Background: an optimization exercise with open tools, aiming at small area, a short achievable clock period and few clock cycles. Do not read the settings as production practice. Function was checked by simulation only, so behaviour that the tests miss may differ from the original.

## lve_modarith
module lve_modarith (
    input  wire        clk,
    input  wire        rst,         
    input  wire        in_valid,
    output wire        in_ready,
    input  wire [3:0]  in_op,
    input  wire        in_qsel,     
    input  wire [3:0]  in_imm,
    input  wire [31:0] in_a,
    input  wire [31:0] in_b,
    input  wire [31:0] in_w,
    output wire        out_valid,
    output wire [31:0] out_r0,
    output wire [31:0] out_r1
);
==> flow/config.mk <==
export PLATFORM = sky130hd
export DESIGN_NAME = lve_modarith
export DESIGN_NICKNAME = lve_modarith
export VERILOG_FILES = /design/flow/design.v
export SDC_FILE = /design/flow/constraint.sdc
export NUM_CORES = 4
export LEC_CHECK = 0
export CAP_MARGIN = 20
export CORE_MARGIN = 2
export CORE_UTILIZATION = 55
export CTS_CLUSTER_DIAMETER = 100
export CTS_CLUSTER_SIZE = 24
export SLEW_MARGIN = 20
==> flow/constraint.sdc <==
create_clock -name core_clock -period 30.0 [get_ports {clk}]
set_input_delay 6.0000 -clock core_clock [delete_from_list [all_inputs] [get_ports {clk}]]
set_output_delay 6.0000 -clock core_clock [all_outputs]
set_load 0.01 [all_outputs]
standard.sh (not shown) runs the stock make flow with config.mk's settings and CLKGATE_MAP_FILE= SYNTH_SCRIPT=/design/flow/synth_recipe.tcl, a recipe that flattens the netlist after the stock synthesis.
==> flow/flow/run.sh <==
#!/bin/bash
set -euo pipefail
bash standard.sh \
  BUFFER_PORTS_ARGS="-buffer_cell sky130_fd_sc_hd__buf_2" \
  SETUP_SLACK_MARGIN=23 \
  finish > flow_layout.log 2>&1
The first run completed with no timing, DRC or antenna violations.
Testbench counts at the start, summed over its fixed seeds: cycles 16,056.
Change:
--- a/flow/flow/run.sh
+++ b/flow/flow/run.sh
@@ -5 +5 @@
-  SETUP_SLACK_MARGIN=23 \
+  SETUP_SLACK_MARGIN=22.8 \
After rerunning:
- count of clock-buffer cells in the layout falls by 1
- worst setup slack degrades by 0.017 ns
- synthesized cell count does not change
- design area fell slightly

========
Starting RTL as in the previous note.
==> flow/config.mk <==
export PLATFORM = sky130hd
export DESIGN_NAME = lve_modarith
export DESIGN_NICKNAME = lve_modarith
export VERILOG_FILES = /design/flow/design.v
export SDC_FILE = /design/flow/constraint.sdc
export NUM_CORES = 4
export LEC_CHECK = 0
export CAP_MARGIN = 20
export CORE_MARGIN = 2
export CORE_UTILIZATION = 40
export CTS_CLUSTER_DIAMETER = 100
export CTS_CLUSTER_SIZE = 24
export SLEW_MARGIN = 20
==> flow/constraint.sdc <==
create_clock -name core_clock -period 30.0 [get_ports {clk}]
set_input_delay 6.0000 -clock core_clock [delete_from_list [all_inputs] [get_ports {clk}]]
set_output_delay 6.0000 -clock core_clock [all_outputs]
set_load 0.01 [all_outputs]
==> flow/flow/run.sh <==
#!/bin/bash
set -euo pipefail
bash standard.sh \
  BUFFER_PORTS_ARGS="-buffer_cell sky130_fd_sc_hd__buf_2" \
  SETUP_SLACK_MARGIN=23 \
  finish > flow_layout.log 2>&1
The starting point completed with no timing, DRC or antenna violations.
Testbench counts at the start, summed over its fixed seeds: cycles 16,056.
Change:
--- a/flow/flow/run.sh
+++ b/flow/flow/run.sh
@@ -5 +5 @@
-  SETUP_SLACK_MARGIN=23 \
+  SETUP_SLACK_MARGIN=22.8 \
- CORE_UTILIZATION: 40 -> 60
Effect: Final cell count went down by 8.2%. Non-clock buffer count went down by 166. Global-route usage went up by 12 points. Worst hold slack stays flat. Maximum frequency went up by 0.39%. Utilization went up by 19 points.
Change:
- CORE_UTILIZATION: 60 -> 40
Outcome: Final cell count grows by a little under a tenth. Worst setup slack gets worse by 0.073 ns.
Change:
==> flow/flow/run.sh (replaced) <==
#!/bin/bash
set -euo pipefail
bash standard.sh \
  BUFFER_PORTS_ARGS="-buffer_cell sky130_fd_sc_hd__buf_4" \
  SETUP_SLACK_MARGIN=23 \
  finish > flow_layout.log 2>&1
- CTS_CLUSTER_DIAMETER: 100 -> unset
- CTS_CLUSTER_SIZE: 24 -> unset
Effect: The changed run finished with timing, DRC and antenna clean; hold slack degrades by 0.0098 ns; non-clock buffer count came out higher by 76; via count rose by about 1.4%; utilization rises by 1.2 points; worst setup slack loses 0.011 ns; area after synthesis does not change; fmax is about the same.

========
## north
lve_modarith, a different RTL version from the one above (not shown whole).
Size: about 11,000 cells after synthesis, about 630 flip-flops, about 0.091 sq mm of cells after synthesis.
## lve_modarith
module lve_modarith (
    input  wire        clk,
    input  wire        rst,         
    input  wire        in_valid,
    output wire        in_ready,
    input  wire [3:0]  in_op,
    input  wire        in_qsel,     
    input  wire [3:0]  in_imm,
    input  wire [31:0] in_a,
    input  wire [31:0] in_b,
    input  wire [31:0] in_w,
    output wire        out_valid,
    output wire [31:0] out_r0,
    output wire [31:0] out_r1
);
export LEC_CHECK = 0
export CAP_MARGIN = 20
export CORE_MARGIN = 2
export CORE_UTILIZATION = 65
export CTS_CLUSTER_DIAMETER = 100
export CTS_CLUSTER_SIZE = 24
export SLEW_MARGIN = 20
create_clock -name core_clock -period 30.0 [get_ports {clk}]
==> flow/flow/run.sh <==
#!/bin/bash
set -euo pipefail
bash standard.sh \
  BUFFER_PORTS_ARGS="-buffer_cell sky130_fd_sc_hd__buf_2" \
  SETUP_SLACK_MARGIN=22.8 \
  finish > flow_layout.log 2>&1
north completed; timing, DRC and antenna clean
Testbench counts of north, summed over its fixed seeds: cycles 16,056.
Relative to north, the following input files were edited for south:
Settings: changing CORE_UTILIZATION from 65 to 55.
--- outcome ---
The footprint of the multi-input gates on north is in line with that on south. In south, global-route usage over all layers is lower than in north. Against north, south comes in 40 ps lower on register-to-register slack. Between north and south, the hold slack does not differ in any meaningful way.

-- static timing again, ports no longer ideal --
The flow's constraints put no driver on any port. The routed layouts listed below were extracted and timed again, unchanged, in two steps.
Step 1: set_driving_cell puts a clkbuf_16 on clk and a buf_2 on each other input, an assumption about the parent block.
Step 2 times the ports against the registers' clock, not the clock port: input delays grow and output delays shrink by t, the midpoint of the rising clock arrivals with the driver on.
Three values: ideal, step 1, step 2; two values: the first two.
| run | t (ns) | setup WS [ns] | worst hold slack (ns) | worst setup path after step 2 | clock arrival spread, ns |
|---|---|---|---|---|---|
| the first run of note 1 | 0.798 | 22.787 / 22.696 / 23.149 | 0.331 / 0.331 / 0.331 | register to register | 0.056 / 0.056 |
| the second run of note 1 | 0.796 | 22.770 / 22.687 / 23.034 | 0.317 / 0.317 / 0.317 | register to register | 0.057 / 0.057 |
| the first run of note 2 | 0.842 | 22.790 / 22.686 / 23.123 | 0.324 / 0.324 / 0.324 | register to register | 0.055 / 0.056 |
| the second run of note 2 | 0.754 | 22.818 / 22.727 / 22.982 | 0.322 / 0.322 / 0.322 | register to register | 0.036 / 0.036 |
| the third run of note 2 | 0.815 | 22.745 / 22.657 / 22.930 | 0.332 / 0.332 / 0.332 | register to register | 0.069 / 0.068 |
| the fourth run of note 2 | 0.828 | 22.734 / 22.641 / 23.013 | 0.322 / 0.322 / 0.322 | register to register | 0.112 / 0.112 |
| north | 0.762 | 22.825 / 22.736 / 22.997 | 0.328 / 0.328 / 0.328 | register to register | 0.067 / 0.067 |
| south | 0.787 | 22.782 / 22.698 / 22.964 | 0.329 / 0.329 / 0.329 | register to register | 0.052 / 0.052 |
After both steps setup and hold are still met in every run listed.
